This is an optimization exercise on Yosys and OpenROAD, whose aim is small area, a short achievable clock period and few clock cycles per item, not a production implementation. The RTL was checked by simulation tests, not by an equivalence proof against the original design. No activity file was given, so power comes from the tool's default toggle rates.

File: flow/run.sh
#!/bin/bash
# synth_recipe.tcl (not shown) runs the flow's synth.tcl, then flattens the netlist and writes it again
# the make line also repeats each setting of config.mk as NAME=value (left out here)
make -C /OpenROAD-flow-scripts/flow DESIGN_CONFIG=/design/flow/config.mk WORK_HOME=/design/flow/orfs CLKGATE_MAP_FILE= SYNTH_SCRIPT=/design/flow/synth_recipe.tcl finish
File: flow/config.mk
export PLATFORM = sky130hd
export DESIGN_NAME = xt1_mod_codec
export DESIGN_NICKNAME = xt1_mod_codec
export VERILOG_FILES = /design/flow/design.v
export SDC_FILE = /design/flow/constraint.sdc
export NUM_CORES = 4
export LEC_CHECK = 0
export CAP_MARGIN = 20
export CORE_MARGIN = 2
export CORE_UTILIZATION = 40
export SLEW_MARGIN = 20
File: flow/constraint.sdc
create_clock -name core_clock -period 160.0 [get_ports {clk}]
set_input_delay 32.0000 -clock core_clock [delete_from_list [all_inputs] [get_ports {clk}]]
set_output_delay 32.0000 -clock core_clock [all_outputs]
set_load 0.01 [all_outputs]
File: flow/design.v
module xt1_mod_codec (
  input  wire        clk,
  input  wire        rst,         
  input  wire        in_valid,
  output wire        in_ready,
  input  wire        in_mode,     
  input  wire [32:0] in_data,
  output reg         out_valid,
  output reg  [32:0] out_data,    
  output reg         out_erase    
);
  function [31:0] ztab(input [5:0] m, input [3:0] r);
    begin
      ztab = 32'd0;
      case ({m, r})
        {6'd0, 4'd0}: ztab = 32'd1;
        {6'd0, 4'd1}: ztab = 32'd1;
        {6'd0, 4'd2}: ztab = 32'd1;
        {6'd0, 4'd3}: ztab = 32'd1;
        {6'd0, 4'd4}: ztab = 32'd1;
        {6'd0, 4'd5}: ztab = 32'd1;
        {6'd1, 4'd0}: ztab = 32'd2;
        {6'd1, 4'd1}: ztab = 32'd2;
        {6'd1, 4'd2}: ztab = 32'd2;
        {6'd1, 4'd3}: ztab = 32'd2;
        {6'd1, 4'd4}: ztab = 32'd2;
        {6'd1, 4'd5}: ztab = 32'd1;
        {6'd1, 4'd6}: ztab = 32'd1;
        {6'd1, 4'd7}: ztab = 32'd1;
        {6'd1, 4'd8}: ztab = 32'd1;
        {6'd1, 4'd9}: ztab = 32'd1;
        {6'd1, 4'd10}: ztab = 32'd1;
        {6'd1, 4'd11}: ztab = 32'd1;
        {6'd1, 4'd12}: ztab = 32'd1;
        {6'd2, 4'd0}: ztab = 32'd4;
        {6'd2, 4'd1}: ztab = 32'd4;
        {6'd2, 4'd2}: ztab = 32'd4;
        {6'd2, 4'd3}: ztab = 32'd4;
        {6'd2, 4'd4}: ztab = 32'd3;
        {6'd2, 4'd5}: ztab = 32'd3;
        {6'd2, 4'd6}: ztab = 32'd3;
        {6'd2, 4'd7}: ztab = 32'd3;
        {6'd2, 4'd8}: ztab = 32'd3;
        {6'd2, 4'd9}: ztab = 32'd3;
        {6'd2, 4'd10}: ztab = 32'd3;
        {6'd2, 4'd11}: ztab = 32'd3;
        {6'd2, 4'd12}: ztab = 32'd2;
        {6'd3, 4'd0}: ztab = 32'd8;
        {6'd3, 4'd1}: ztab = 32'd8;
        {6'd3, 4'd2}: ztab = 32'd8;
        {6'd3, 4'd3}: ztab = 32'd7;
        {6'd3, 4'd4}: ztab = 32'd7;
        {6'd3, 4'd5}: ztab = 32'd7;
        {6'd3, 4'd6}: ztab = 32'd7;
        {6'd3, 4'd7}: ztab = 32'd7;
        {6'd3, 4'd8}: ztab = 32'd7;
        {6'd3, 4'd9}: ztab = 32'd7;
        {6'd3, 4'd10}: ztab = 32'd7;
        {6'd3, 4'd11}: ztab = 32'd6;
        {6'd3, 4'd12}: ztab = 32'd4;
        {6'd4, 4'd0}: ztab = 32'd16;
        {6'd4, 4'd1}: ztab = 32'd16;
        {6'd4, 4'd2}: ztab = 32'd15;
        {6'd4, 4'd3}: ztab = 32'd15;
        {6'd4, 4'd4}: ztab = 32'd15;
        {6'd4, 4'd5}: ztab = 32'd15;
        {6'd4, 4'd6}: ztab = 32'd15;
        {6'd4, 4'd7}: ztab = 32'd15;
        {6'd4, 4'd8}: ztab = 32'd15;
        {6'd4, 4'd9}: ztab = 32'd15;
        {6'd4, 4'd10}: ztab = 32'd14;
        {6'd4, 4'd11}: ztab = 32'd12;
        {6'd4, 4'd12}: ztab = 32'd8;
        {6'd5, 4'd0}: ztab = 32'd32;
        {6'd5, 4'd1}: ztab = 32'd31;
        {6'd5, 4'd2}: ztab = 32'd31;
        {6'd5, 4'd3}: ztab = 32'd31;
        {6'd5, 4'd4}: ztab = 32'd31;
        {6'd5, 4'd5}: ztab = 32'd31;
        {6'd5, 4'd6}: ztab = 32'd31;
        {6'd5, 4'd7}: ztab = 32'd31;
        {6'd5, 4'd8}: ztab = 32'd31;
        {6'd5, 4'd9}: ztab = 32'd30;
        {6'd5, 4'd10}: ztab = 32'd28;
        {6'd5, 4'd11}: ztab = 32'd24;
        {6'd5, 4'd12}: ztab = 32'd16;
        {6'd6, 4'd0}: ztab = 32'd63;
        {6'd6, 4'd1}: ztab = 32'd63;
        {6'd6, 4'd2}: ztab = 32'd63;
        {6'd6, 4'd3}: ztab = 32'd63;
        {6'd6, 4'd4}: ztab = 32'd63;
        {6'd6, 4'd5}: ztab = 32'd63;
        {6'd6, 4'd6}: ztab = 32'd63;
        {6'd6, 4'd7}: ztab = 32'd63;
        {6'd6, 4'd8}: ztab = 32'd62;
        {6'd6, 4'd9}: ztab = 32'd60;
        {6'd6, 4'd10}: ztab = 32'd56;
        {6'd6, 4'd11}: ztab = 32'd48;
        {6'd6, 4'd12}: ztab = 32'd32;
        {6'd7, 4'd0}: ztab = 32'd127;
        {6'd7, 4'd1}: ztab = 32'd127;
        {6'd7, 4'd2}: ztab = 32'd127;
        {6'd7, 4'd3}: ztab = 32'd127;
        {6'd7, 4'd4}: ztab = 32'd127;
        {6'd7, 4'd5}: ztab = 32'd127;
        {6'd7, 4'd6}: ztab = 32'd127;
        {6'd7, 4'd7}: ztab = 32'd126;
        {6'd7, 4'd8}: ztab = 32'd124;
        {6'd7, 4'd9}: ztab = 32'd120;
        {6'd7, 4'd10}: ztab = 32'd112;
        {6'd7, 4'd11}: ztab = 32'd96;
        {6'd7, 4'd12}: ztab = 32'd64;
        {6'd8, 4'd0}: ztab = 32'd254;
        {6'd8, 4'd1}: ztab = 32'd254;
        {6'd8, 4'd2}: ztab = 32'd254;
        {6'd8, 4'd3}: ztab = 32'd254;
        {6'd8, 4'd4}: ztab = 32'd254;
        {6'd8, 4'd5}: ztab = 32'd254;
        {6'd8, 4'd6}: ztab = 32'd253;
        {6'd8, 4'd7}: ztab = 32'd251;
        {6'd8, 4'd8}: ztab = 32'd247;
        {6'd8, 4'd9}: ztab = 32'd239;
        {6'd8, 4'd10}: ztab = 32'd223;
        {6'd8, 4'd11}: ztab = 32'd191;
        {6'd8, 4'd12}: ztab = 32'd127;
        {6'd9, 4'd0}: ztab = 32'd508;
        {6'd9, 4'd1}: ztab = 32'd508;
        {6'd9, 4'd2}: ztab = 32'd508;
        {6'd9, 4'd3}: ztab = 32'd508;
        {6'd9, 4'd4}: ztab = 32'd508;
        {6'd9, 4'd5}: ztab = 32'd507;
        {6'd9, 4'd6}: ztab = 32'd505;
        {6'd9, 4'd7}: ztab = 32'd501;
        {6'd9, 4'd8}: ztab = 32'd493;
        {6'd9, 4'd9}: ztab = 32'd477;
        {6'd9, 4'd10}: ztab = 32'd445;
        {6'd9, 4'd11}: ztab = 32'd381;
        {6'd9, 4'd12}: ztab = 32'd254;
        {6'd10, 4'd0}: ztab = 32'd1016;
        {6'd10, 4'd1}: ztab = 32'd1016;
        {6'd10, 4'd2}: ztab = 32'd1016;
        {6'd10, 4'd3}: ztab = 32'd1016;
        {6'd10, 4'd4}: ztab = 32'd1015;
        {6'd10, 4'd5}: ztab = 32'd1013;
        {6'd10, 4'd6}: ztab = 32'd1009;
        {6'd10, 4'd7}: ztab = 32'd1001;
        {6'd10, 4'd8}: ztab = 32'd985;
        {6'd10, 4'd9}: ztab = 32'd953;
        {6'd10, 4'd10}: ztab = 32'd889;
        {6'd10, 4'd11}: ztab = 32'd762;
        {6'd10, 4'd12}: ztab = 32'd508;
        {6'd11, 4'd0}: ztab = 32'd2032;
        {6'd11, 4'd1}: ztab = 32'd2032;
        {6'd11, 4'd2}: ztab = 32'd2032;
        {6'd11, 4'd3}: ztab = 32'd2031;
        {6'd11, 4'd4}: ztab = 32'd2029;
        {6'd11, 4'd5}: ztab = 32'd2025;
        {6'd11, 4'd6}: ztab = 32'd2017;
        {6'd11, 4'd7}: ztab = 32'd2001;
        {6'd11, 4'd8}: ztab = 32'd1969;
        {6'd11, 4'd9}: ztab = 32'd1905;
        {6'd11, 4'd10}: ztab = 32'd1778;
        {6'd11, 4'd11}: ztab = 32'd1524;
        {6'd11, 4'd12}: ztab = 32'd1016;
        {6'd12, 4'd0}: ztab = 32'd4064;
        {6'd12, 4'd1}: ztab = 32'd4064;
        {6'd12, 4'd2}: ztab = 32'd4063;
        {6'd12, 4'd3}: ztab = 32'd4061;
        {6'd12, 4'd4}: ztab = 32'd4057;
        {6'd12, 4'd5}: ztab = 32'd4049;
        {6'd12, 4'd6}: ztab = 32'd4033;
        {6'd12, 4'd7}: ztab = 32'd4001;
        {6'd12, 4'd8}: ztab = 32'd3937;
        {6'd12, 4'd9}: ztab = 32'd3810;
        {6'd12, 4'd10}: ztab = 32'd3556;
        {6'd12, 4'd11}: ztab = 32'd3048;
        {6'd12, 4'd12}: ztab = 32'd2032;
        {6'd13, 4'd0}: ztab = 32'd8128;
        {6'd13, 4'd1}: ztab = 32'd8127;
        {6'd13, 4'd2}: ztab = 32'd8125;
        {6'd13, 4'd3}: ztab = 32'd8121;
        {6'd13, 4'd4}: ztab = 32'd8113;
        {6'd13, 4'd5}: ztab = 32'd8097;
        {6'd13, 4'd6}: ztab = 32'd8065;
        {6'd13, 4'd7}: ztab = 32'd8001;
        {6'd13, 4'd8}: ztab = 32'd7874;
        {6'd13, 4'd9}: ztab = 32'd7620;
        {6'd13, 4'd10}: ztab = 32'd7112;
        {6'd13, 4'd11}: ztab = 32'd6096;
        {6'd13, 4'd12}: ztab = 32'd4064;
        {6'd14, 4'd0}: ztab = 32'd16255;
        {6'd14, 4'd1}: ztab = 32'd16253;
        {6'd14, 4'd2}: ztab = 32'd16249;
        {6'd14, 4'd3}: ztab = 32'd16241;
        {6'd14, 4'd4}: ztab = 32'd16225;
        {6'd14, 4'd5}: ztab = 32'd16193;
        {6'd14, 4'd6}: ztab = 32'd16129;
        {6'd14, 4'd7}: ztab = 32'd16002;
        {6'd14, 4'd8}: ztab = 32'd15748;
        {6'd14, 4'd9}: ztab = 32'd15240;
        {6'd14, 4'd10}: ztab = 32'd14224;
        {6'd14, 4'd11}: ztab = 32'd12192;
        {6'd14, 4'd12}: ztab = 32'd8128;
        {6'd15, 4'd0}: ztab = 32'd32509;
        {6'd15, 4'd1}: ztab = 32'd32505;
        {6'd15, 4'd2}: ztab = 32'd32497;
        {6'd15, 4'd3}: ztab = 32'd32481;
        {6'd15, 4'd4}: ztab = 32'd32449;
        {6'd15, 4'd5}: ztab = 32'd32385;
        {6'd15, 4'd6}: ztab = 32'd32258;
        {6'd15, 4'd7}: ztab = 32'd32004;
        {6'd15, 4'd8}: ztab = 32'd31496;
        {6'd15, 4'd9}: ztab = 32'd30480;
        {6'd15, 4'd10}: ztab = 32'd28448;
        {6'd15, 4'd11}: ztab = 32'd24384;
        {6'd15, 4'd12}: ztab = 32'd16256;
        {6'd16, 4'd0}: ztab = 32'd65016;
        {6'd16, 4'd1}: ztab = 32'd65008;
        {6'd16, 4'd2}: ztab = 32'd64992;
        {6'd16, 4'd3}: ztab = 32'd64960;
        {6'd16, 4'd4}: ztab = 32'd64896;
        {6'd16, 4'd5}: ztab = 32'd64769;
        {6'd16, 4'd6}: ztab = 32'd64515;
        {6'd16, 4'd7}: ztab = 32'd64007;
        {6'd16, 4'd8}: ztab = 32'd62991;
        {6'd16, 4'd9}: ztab = 32'd60959;
        {6'd16, 4'd10}: ztab = 32'd56895;
        {6'd16, 4'd11}: ztab = 32'd48767;
        {6'd16, 4'd12}: ztab = 32'd32511;
        {6'd17, 4'd0}: ztab = 32'd130028;
        {6'd17, 4'd1}: ztab = 32'd130012;
        {6'd17, 4'd2}: ztab = 32'd129980;
        {6'd17, 4'd3}: ztab = 32'd129916;
        {6'd17, 4'd4}: ztab = 32'd129789;
        {6'd17, 4'd5}: ztab = 32'd129535;
        {6'd17, 4'd6}: ztab = 32'd129027;
        {6'd17, 4'd7}: ztab = 32'd128011;
        {6'd17, 4'd8}: ztab = 32'd125979;
        {6'd17, 4'd9}: ztab = 32'd121915;
        {6'd17, 4'd10}: ztab = 32'd113787;
        {6'd17, 4'd11}: ztab = 32'd97531;
        {6'd17, 4'd12}: ztab = 32'd65020;
        {6'd18, 4'd0}: ztab = 32'd260048;
        {6'd18, 4'd1}: ztab = 32'd260016;
        {6'd18, 4'd2}: ztab = 32'd259952;
        {6'd18, 4'd3}: ztab = 32'd259825;
        {6'd18, 4'd4}: ztab = 32'd259571;
        {6'd18, 4'd5}: ztab = 32'd259063;
        {6'd18, 4'd6}: ztab = 32'd258047;
        {6'd18, 4'd7}: ztab = 32'd256015;
        {6'd18, 4'd8}: ztab = 32'd251951;
        {6'd18, 4'd9}: ztab = 32'd243823;
        {6'd18, 4'd10}: ztab = 32'd227567;
        {6'd18, 4'd11}: ztab = 32'd195056;
        {6'd18, 4'd12}: ztab = 32'd130036;
        {6'd19, 4'd0}: ztab = 32'd520080;
        {6'd19, 4'd1}: ztab = 32'd520016;
        {6'd19, 4'd2}: ztab = 32'd519889;
        {6'd19, 4'd3}: ztab = 32'd519635;
        {6'd19, 4'd4}: ztab = 32'd519127;
        {6'd19, 4'd5}: ztab = 32'd518111;
        {6'd19, 4'd6}: ztab = 32'd516079;
        {6'd19, 4'd7}: ztab = 32'd512015;
        {6'd19, 4'd8}: ztab = 32'd503887;
        {6'd19, 4'd9}: ztab = 32'd487631;
        {6'd19, 4'd10}: ztab = 32'd455120;
        {6'd19, 4'd11}: ztab = 32'd390100;
        {6'd19, 4'd12}: ztab = 32'd260064;
        {6'd20, 4'd0}: ztab = 32'd1040128;
        {6'd20, 4'd1}: ztab = 32'd1040001;
        {6'd20, 4'd2}: ztab = 32'd1039747;
        {6'd20, 4'd3}: ztab = 32'd1039239;
        {6'd20, 4'd4}: ztab = 32'd1038223;
        {6'd20, 4'd5}: ztab = 32'd1036191;
        {6'd20, 4'd6}: ztab = 32'd1032127;
        {6'd20, 4'd7}: ztab = 32'd1023999;
        {6'd20, 4'd8}: ztab = 32'd1007743;
        {6'd20, 4'd9}: ztab = 32'd975232;
        {6'd20, 4'd10}: ztab = 32'd910212;
        {6'd20, 4'd11}: ztab = 32'd780176;
        {6'd20, 4'd12}: ztab = 32'd520112;
        {6'd21, 4'd0}: ztab = 32'd2080193;
        {6'd21, 4'd1}: ztab = 32'd2079939;
        {6'd21, 4'd2}: ztab = 32'd2079431;
        {6'd21, 4'd3}: ztab = 32'd2078415;
        {6'd21, 4'd4}: ztab = 32'd2076383;
        {6'd21, 4'd5}: ztab = 32'd2072319;
        {6'd21, 4'd6}: ztab = 32'd2064191;
        {6'd21, 4'd7}: ztab = 32'd2047935;
        {6'd21, 4'd8}: ztab = 32'd2015424;
        {6'd21, 4'd9}: ztab = 32'd1950404;
        {6'd21, 4'd10}: ztab = 32'd1820368;
        {6'd21, 4'd11}: ztab = 32'd1560304;
        {6'd21, 4'd12}: ztab = 32'd1040192;
        {6'd22, 4'd0}: ztab = 32'd4160259;
        {6'd22, 4'd1}: ztab = 32'd4159751;
        {6'd22, 4'd2}: ztab = 32'd4158735;
        {6'd22, 4'd3}: ztab = 32'd4156703;
        {6'd22, 4'd4}: ztab = 32'd4152639;
        {6'd22, 4'd5}: ztab = 32'd4144511;
        {6'd22, 4'd6}: ztab = 32'd4128255;
        {6'd22, 4'd7}: ztab = 32'd4095744;
        {6'd22, 4'd8}: ztab = 32'd4030724;
        {6'd22, 4'd9}: ztab = 32'd3900688;
        {6'd22, 4'd10}: ztab = 32'd3640624;
        {6'd22, 4'd11}: ztab = 32'd3120512;
        {6'd22, 4'd12}: ztab = 32'd2080320;
        {6'd23, 4'd0}: ztab = 32'd8320264;
        {6'd23, 4'd1}: ztab = 32'd8319248;
        {6'd23, 4'd2}: ztab = 32'd8317216;
        {6'd23, 4'd3}: ztab = 32'd8313152;
        {6'd23, 4'd4}: ztab = 32'd8305024;
        {6'd23, 4'd5}: ztab = 32'd8288768;
        {6'd23, 4'd6}: ztab = 32'd8256257;
        {6'd23, 4'd7}: ztab = 32'd8191237;
        {6'd23, 4'd8}: ztab = 32'd8061201;
        {6'd23, 4'd9}: ztab = 32'd7801137;
        {6'd23, 4'd10}: ztab = 32'd7281025;
        {6'd23, 4'd11}: ztab = 32'd6240833;
        {6'd23, 4'd12}: ztab = 32'd4160513;
        {6'd24, 4'd0}: ztab = 32'd16640020;
        {6'd24, 4'd1}: ztab = 32'd16637988;
        {6'd24, 4'd2}: ztab = 32'd16633924;
        {6'd24, 4'd3}: ztab = 32'd16625796;
        {6'd24, 4'd4}: ztab = 32'd16609540;
        {6'd24, 4'd5}: ztab = 32'd16577029;
        {6'd24, 4'd6}: ztab = 32'd16512009;
        {6'd24, 4'd7}: ztab = 32'd16381973;
        {6'd24, 4'd8}: ztab = 32'd16121909;
        {6'd24, 4'd9}: ztab = 32'd15601797;
        {6'd24, 4'd10}: ztab = 32'd14561605;
        {6'd24, 4'd11}: ztab = 32'd12481285;
        {6'd24, 4'd12}: ztab = 32'd8320772;
        {6'd25, 4'd0}: ztab = 32'd33279024;
        {6'd25, 4'd1}: ztab = 32'd33274960;
        {6'd25, 4'd2}: ztab = 32'd33266832;
        {6'd25, 4'd3}: ztab = 32'd33250576;
        {6'd25, 4'd4}: ztab = 32'd33218065;
        {6'd25, 4'd5}: ztab = 32'd33153045;
        {6'd25, 4'd6}: ztab = 32'd33023009;
        {6'd25, 4'd7}: ztab = 32'd32762945;
        {6'd25, 4'd8}: ztab = 32'd32242833;
        {6'd25, 4'd9}: ztab = 32'd31202641;
        {6'd25, 4'd10}: ztab = 32'd29122321;
        {6'd25, 4'd11}: ztab = 32'd24961808;
        {6'd25, 4'd12}: ztab = 32'd16641036;
        {6'd26, 4'd0}: ztab = 32'd66556016;
        {6'd26, 4'd1}: ztab = 32'd66547888;
        {6'd26, 4'd2}: ztab = 32'd66531632;
        {6'd26, 4'd3}: ztab = 32'd66499121;
        {6'd26, 4'd4}: ztab = 32'd66434101;
        {6'd26, 4'd5}: ztab = 32'd66304065;
        {6'd26, 4'd6}: ztab = 32'd66044001;
        {6'd26, 4'd7}: ztab = 32'd65523889;
        {6'd26, 4'd8}: ztab = 32'd64483697;
        {6'd26, 4'd9}: ztab = 32'd62403377;
        {6'd26, 4'd10}: ztab = 32'd58242864;
        {6'd26, 4'd11}: ztab = 32'd49922092;
        {6'd26, 4'd12}: ztab = 32'd33281056;
        {6'd27, 4'd0}: ztab = 32'd133107968;
        {6'd27, 4'd1}: ztab = 32'd133091712;
        {6'd27, 4'd2}: ztab = 32'd133059201;
        {6'd27, 4'd3}: ztab = 32'd132994181;
        {6'd27, 4'd4}: ztab = 32'd132864145;
        {6'd27, 4'd5}: ztab = 32'd132604081;
        {6'd27, 4'd6}: ztab = 32'd132083969;
        {6'd27, 4'd7}: ztab = 32'd131043777;
        {6'd27, 4'd8}: ztab = 32'd128963457;
        {6'd27, 4'd9}: ztab = 32'd124802944;
        {6'd27, 4'd10}: ztab = 32'd116482172;
        {6'd27, 4'd11}: ztab = 32'd99841136;
        {6'd27, 4'd12}: ztab = 32'd66560080;
        {6'd28, 4'd0}: ztab = 32'd266207808;
        {6'd28, 4'd1}: ztab = 32'd266175297;
        {6'd28, 4'd2}: ztab = 32'd266110277;
        {6'd28, 4'd3}: ztab = 32'd265980241;
        {6'd28, 4'd4}: ztab = 32'd265720177;
        {6'd28, 4'd5}: ztab = 32'd265200065;
        {6'd28, 4'd6}: ztab = 32'd264159873;
        {6'd28, 4'd7}: ztab = 32'd262079553;
        {6'd28, 4'd8}: ztab = 32'd257919040;
        {6'd28, 4'd9}: ztab = 32'd249598268;
        {6'd28, 4'd10}: ztab = 32'd232957232;
        {6'd28, 4'd11}: ztab = 32'd199676176;
        {6'd28, 4'd12}: ztab = 32'd133116096;
        {6'd29, 4'd0}: ztab = 32'd532399361;
        {6'd29, 4'd1}: ztab = 32'd532334341;
        {6'd29, 4'd2}: ztab = 32'd532204305;
        {6'd29, 4'd3}: ztab = 32'd531944241;
        {6'd29, 4'd4}: ztab = 32'd531424129;
        {6'd29, 4'd5}: ztab = 32'd530383937;
        {6'd29, 4'd6}: ztab = 32'd528303617;
        {6'd29, 4'd7}: ztab = 32'd524143104;
        {6'd29, 4'd8}: ztab = 32'd515822332;
        {6'd29, 4'd9}: ztab = 32'd499181296;
        {6'd29, 4'd10}: ztab = 32'd465900240;
        {6'd29, 4'd11}: ztab = 32'd399340160;
        {6'd29, 4'd12}: ztab = 32'd266224064;
        {6'd30, 4'd0}: ztab = 32'd1064766213;
        {6'd30, 4'd1}: ztab = 32'd1064636177;
        {6'd30, 4'd2}: ztab = 32'd1064376113;
        {6'd30, 4'd3}: ztab = 32'd1063856001;
        {6'd30, 4'd4}: ztab = 32'd1062815809;
        {6'd30, 4'd5}: ztab = 32'd1060735489;
        {6'd30, 4'd6}: ztab = 32'd1056574976;
        {6'd30, 4'd7}: ztab = 32'd1048254204;
        {6'd30, 4'd8}: ztab = 32'd1031613168;
        {6'd30, 4'd9}: ztab = 32'd998332112;
        {6'd30, 4'd10}: ztab = 32'd931772032;
        {6'd30, 4'd11}: ztab = 32'd798655936;
        {6'd30, 4'd12}: ztab = 32'd532431872;
        {6'd31, 4'd0}: ztab = 32'd2129467410;
        {6'd31, 4'd1}: ztab = 32'd2129207346;
        {6'd31, 4'd2}: ztab = 32'd2128687234;
        {6'd31, 4'd3}: ztab = 32'd2127647042;
        {6'd31, 4'd4}: ztab = 32'd2125566722;
        {6'd31, 4'd5}: ztab = 32'd2121406209;
        {6'd31, 4'd6}: ztab = 32'd2113085437;
        {6'd31, 4'd7}: ztab = 32'd2096444401;
        {6'd31, 4'd8}: ztab = 32'd2063163345;
        {6'd31, 4'd9}: ztab = 32'd1996603265;
        {6'd31, 4'd10}: ztab = 32'd1863487169;
        {6'd31, 4'd11}: ztab = 32'd1597263105;
        {6'd31, 4'd12}: ztab = 32'd1064831233;
        {6'd32, 4'd0}: ztab = 32'd4258804792;
        {6'd32, 4'd1}: ztab = 32'd4258284680;
        {6'd32, 4'd2}: ztab = 32'd4257244488;
        {6'd32, 4'd3}: ztab = 32'd4255164168;
        {6'd32, 4'd4}: ztab = 32'd4251003655;
        {6'd32, 4'd5}: ztab = 32'd4242682883;
        {6'd32, 4'd6}: ztab = 32'd4226041847;
        {6'd32, 4'd7}: ztab = 32'd4192760791;
        {6'd32, 4'd8}: ztab = 32'd4126200711;
        {6'd32, 4'd9}: ztab = 32'd3993084615;
        {6'd32, 4'd10}: ztab = 32'd3726860551;
        {6'd32, 4'd11}: ztab = 32'd3194428679;
        {6'd32, 4'd12}: ztab = 32'd2129597446;
        default: ztab = 32'd0;
      endcase
    end
  endfunction
  assign in_ready = 1'b1;
  reg [31:0] enc_x;
  reg [3:0]  enc_r;
  reg [31:0] enc_z;
  reg [32:0] enc_word;
  integer    i;
  always @* begin
    enc_x    = in_data[31:0];
    enc_r    = 4'd7;             
    enc_word = 33'd0;
    for (i = 0; i <= 32; i = i + 1) begin
      enc_z = ztab(6'd32 - i[5:0], enc_r);
      if (enc_x < enc_z) begin
        enc_word[32 - i] = 1'b0;
        enc_r            = enc_r + 4'd1;
      end else begin
        enc_word[32 - i] = 1'b1;
        enc_x            = enc_x - enc_z;
        enc_r            = 4'd0;
      end
    end
  end
  reg [33:0] dec_rank;
  reg [3:0]  dec_r;
  reg        dec_bad;
  reg        dec_erase;
  integer    j;
  always @* begin
    dec_rank = 34'd0;
    dec_r    = 4'd7;
    dec_bad  = 1'b0;
    for (j = 0; j <= 32; j = j + 1) begin
      if (in_data[32 - j]) begin
        dec_rank = dec_rank + {2'b00, ztab(6'd32 - j[5:0], dec_r)};
        dec_r    = 4'd0;
      end else if (dec_r == 4'd13) begin
        dec_bad  = 1'b1;          
      end else begin
        dec_r    = dec_r + 4'd1;
      end
    end
    if (dec_r > 4'd6)
      dec_bad = 1'b1;             
    dec_erase = dec_bad || (dec_rank[33:32] != 2'b00);
  end
  always @(posedge clk) begin
    if (rst) begin
      out_valid <= 1'b0;
    end else begin
      out_valid <= in_valid && in_ready;
    end
    if (in_valid && in_ready) begin
      if (in_mode) begin
        out_data  <= dec_erase ? 33'd0 : {1'b0, dec_rank[31:0]};
        out_erase <= dec_erase;
      end else begin
        out_data  <= enc_word;
        out_erase <= 1'b0;
      end
    end
  end
endmodule
==> notes.md <==
cells in the mapped netlist (44+ instances only):
master / instances / area, µm²
and2_1: 262 / 1639
nand3_1: 317 / 1587
xor2_1: 483 / 4230
o31ai_1: 157 / 1179
o21ai_0: 1062 / 5315
a21oi_1: 1489 / 7452
ha_1: 1059 / 13250
inv_1: 778 / 2920
and3_1: 185 / 1157
mux2_2: 116 / 1306
nor3b_1: 56 / 420.4
a21o_1: 472 / 3543
mux2i_1: 114 / 1141
a211oi_1: 118 / 885.9
buf_2: 50 / 250.2
nor2b_1: 234 / 1464
nor3_1: 359 / 1797
nor2_1: 1786 / 6704
nand4_1: 179 / 1120
nand2b_1: 254 / 1589
o211ai_1: 78 / 585.6
o21bai_1: 168 / 1261
o21a_1: 214 / 1607
o22ai_1: 48 / 300.3
a31oi_1: 140 / 875.8
buf_4: 46 / 345.3
xnor2_1: 995 / 8715
nand2_1: 1446 / 5428
a21boi_0: 75 / 563.0
or2_2: 114 / 713.2
o21ai_1: 51 / 255.2
or3_1: 150 / 938.4
buf_1: 68 / 255.2
and4_1: 45 / 394.1
nor4_1: 99 / 619.3
fa_1: 44 / 880.8
clkbuf_1: 391 / 1468
flip-flops by register name, summed over array words and instances, names as in the netlist:
register / count
out_valid: 1
out_data: 33
out_erase: 1
timing repair:
item	in CTS	in global routing
resized for setup	3	236
buffers inserted	7	114
endpoints found under the hold margin	0	0
pin swaps	4	54
setup endpoints to repair	2	6
hold buffers	0	0
gates cloned	1	8
metal layers:
layer  share of wire [%]  global-route usage [%]
met1                  46                   35.09
met2                  45                   42.72
met3                 5.5                   1.631
met4                 2.6                   5.818
met5              0.0036                       0
stage by stage:
step / setup WS [ps] / std cells / setup TNS, ps / hold slack [ps]
after floorplan: 80.93 / 14990 / 0 / 32070
after global placement: -216.0 / 17990 / -216.0 / 32530
after detailed placement: -1400 / 17990 / -2158 / 32540
after CTS: 176.0 / 18000 / 0 / 32170
after global routing: -498.8 / 18130 / -498.8 / 32200
final: 9310 / 18130 / 0 / 32180
logic make-up after synthesis:
group | count (synthesis) | synth area share, %
fa+ha+maj | 1109 | 14.57
buf+inv | 1400 | 6.094
simple gates | 5896 | 30.39
compound gates | 4773 | 31.66
xor+xnor | 1491 | 13.53
mux | 242 | 2.675
flops | 35 | 1.069
other cells | 2 | 0.007711
area by class of cell:
| cell class | count | area (µm²) |
|---|---|---|
| inverters | 788 | 2980 |
| fillers | 26000 | 138600 |
| clock inverters | 3 | 43.79 |
| well taps | 3202 | 4006 |
| flip-flops and latches | 35 | 1041 |
| multi-input cells | 13560 | 91760 |
| clock buffers | 5 | 125.1 |
| repair inverters | 1 | 8.758 |
| diodes | 4 | 10.01 |
| repair buffers | 527 | 4193 |
==> metrics.md <==
| Metric | Value |
|---|---|
| Status | `timing/DRC/antenna clean` |
| Final setup fails | `0` |
| Critical path arrival | `roughly 150000 ps` |
| Pwr dens | `3002 nW/µm²` |
| HP Class | `primary input to register` |
| Comb power frac | `100.0%` |
| Initial antenna violation count | `11` |
| Routed Antenna Nets | `0` |
| Synthesized cell area | `just under 100000 µm²` |
| Fin crit period | `approximately 150000 ps` |
| Nets | `~16k` |
| Slew at the pin with the worst max-slew slack | `around 1100 ps` |
| PnR Total Power | `around 310 mW` |
| Routed len/inst | `between 15 and 20 µm` |
| Via density | `approximately 5.9` |
| Cell Int Power | `~120 mW` |
| Post-synth ARST share | `0%` |
| Post-layout util | `42.91%` |
| Crit path buf inv count | `37` |
| Final GP Congestion | `between 0.9 and 1` |
| Hold Crit Start | `rst` |
| EDFF count, synth | `34` |
| Total core area | `~240000 µm²` |
| Worst Setup End Kind | `register` |
| Top Family by Delay on Critical Path | `compound AO/OA/AOI/OAI gates` |
| I/O pin count | `73` |
| Post-Route WL | `roughly 340000 µm` |
| Hold EP | `out_valid` |
| Initial DRT Pass Iterations | `9` |
| Total CTS buffers | `5` |
| Worst slew margin | `about a quarter` |
| Dpl hpwl | `~280000 µm` |
| Cell chosen for the clock root | `clkbuf_16` |
| Tcrit/Tclk final | `between 90% and 100%` |
| Cells after synthesis | `around 15k` |
| Fmax | `around 0.0066 GHz` |
| Largest net degree at the start of global routing | `between 60 and 70` |
| Htree depth | `2` |
| Leading power group | `combinational logic` |
| Most used flip-flop cell after synthesis | `edfxtp_1` |
| GR Overflow Total | `0` |
| Crit path kind | `primary input to register` |
| DIE WIDTH | `497.5 µm` |
| Port bufs | `just over 70` |
| Crit path max fanout | `30` |
| CP endpoint | `out_data[0]` |
| Static Leak | `between 40 and 50 nW` |
| Yosys reg bits | `35` |
| CTS sink count | `35` |
| Commonest non-fill, non-tap cell in the layout | `nor2_1` |
| Worst-path clk slew | `about 80 ps` |
| Synth warn | `1` |
| Remaining DRCs | `0` |
| WP depth | `between 600 and 700` |
| Worst Path Required | `roughly 160000 ps` |
| Finished Cell Area | `approximately 100000 µm²` |
| Worst Hold Depth | `2` |
| Starting Density | `between 40% and 50%` |
| IR drop worst, VDD | `roughly 3000 µV` |
| Area delta synth->final | `6.954%` |
| Initial DRC Count | `~9.5k` |
| Row Count | `181` |
| Commonest cells after routing, fill and taps aside | `1760 x nor2_1, 1460 x a21oi_1, 1433 x nand2_1` |
| CP max-delay cell | `a2111oi_2` |
| Max incr delay on CP | `between 600 and 700 ps` |
| CP most frequent cell | `a21o_1` |
| Avg Inst Size Synth | `6.516 µm²` |
| Placed Area | `~100000 µm²` |
| Sequential share of the synthesized area | `under 10%` |
| All-Layer GR Usage | `about 25%` |
| Clk pwr | `about 0.015 mW` |
| Final Hold Vio Count | `0` |
| CTS tree | `built` |
| Worst Setup SP | `in_data[14]` |
| Die Ht | `497.5 µm` |
| Net Sw Power | `roughly 190 mW` |
| Max-cap viol count | `0` |
| Sequential power | `about 0.03 mW` |
| Reg power frac | `0%` |
| Vias in the first global route | `about 97k` |
| Layout cell share with drive strength beyond 1 | `~9%` |
| Crit start category | `primary input` |
| DIE AREA | `approximately 250000 µm²` |
| Combinational cell power | `about 310 mW` |
| Routed via count | `around 110k` |
| Global-route wire length before repair | `approximately 530000 µm` |
| Max-slew violation count | `0` |
| Clk pwr share | `0%` |
| Switch share | `about 60%` |
| Cell variety after synth | `around 190` |
| Clk buf depth | `2` |
Testbench counts, summed over its fixed seeds: cycles 32,000, items 32,000.

-- afterwards: timing with drivers on the ports --
The flow's constraints put no driver on any port. The routed layout listed below was extracted and timed again, unchanged, in two steps.
Step 1: set_driving_cell puts a clkbuf_16 on clk and a buf_2 on each other input, an assumption about the parent block.
Step 2 adds t to the input delays and takes it off the output delays; t is the mean of the earliest and latest rising clock arrival at the registers after step 1. Input paths then give back, and output paths get back, about the clock's delay inside the block.
a / b / c = no drivers / after step 1 / after step 2; a / b = the first two.
shift t [ns]: 0.403
setup slack, ns: 9.310 / 9.245 / 8.842
worst data-port slew with drivers (ns): 0.17
cell pins on the clock port's net: 1
After both steps setup and hold are still met in this run. For this run, drivers alone change the setup slack by -0.065 ns; drivers and shift together by -0.468 ns.
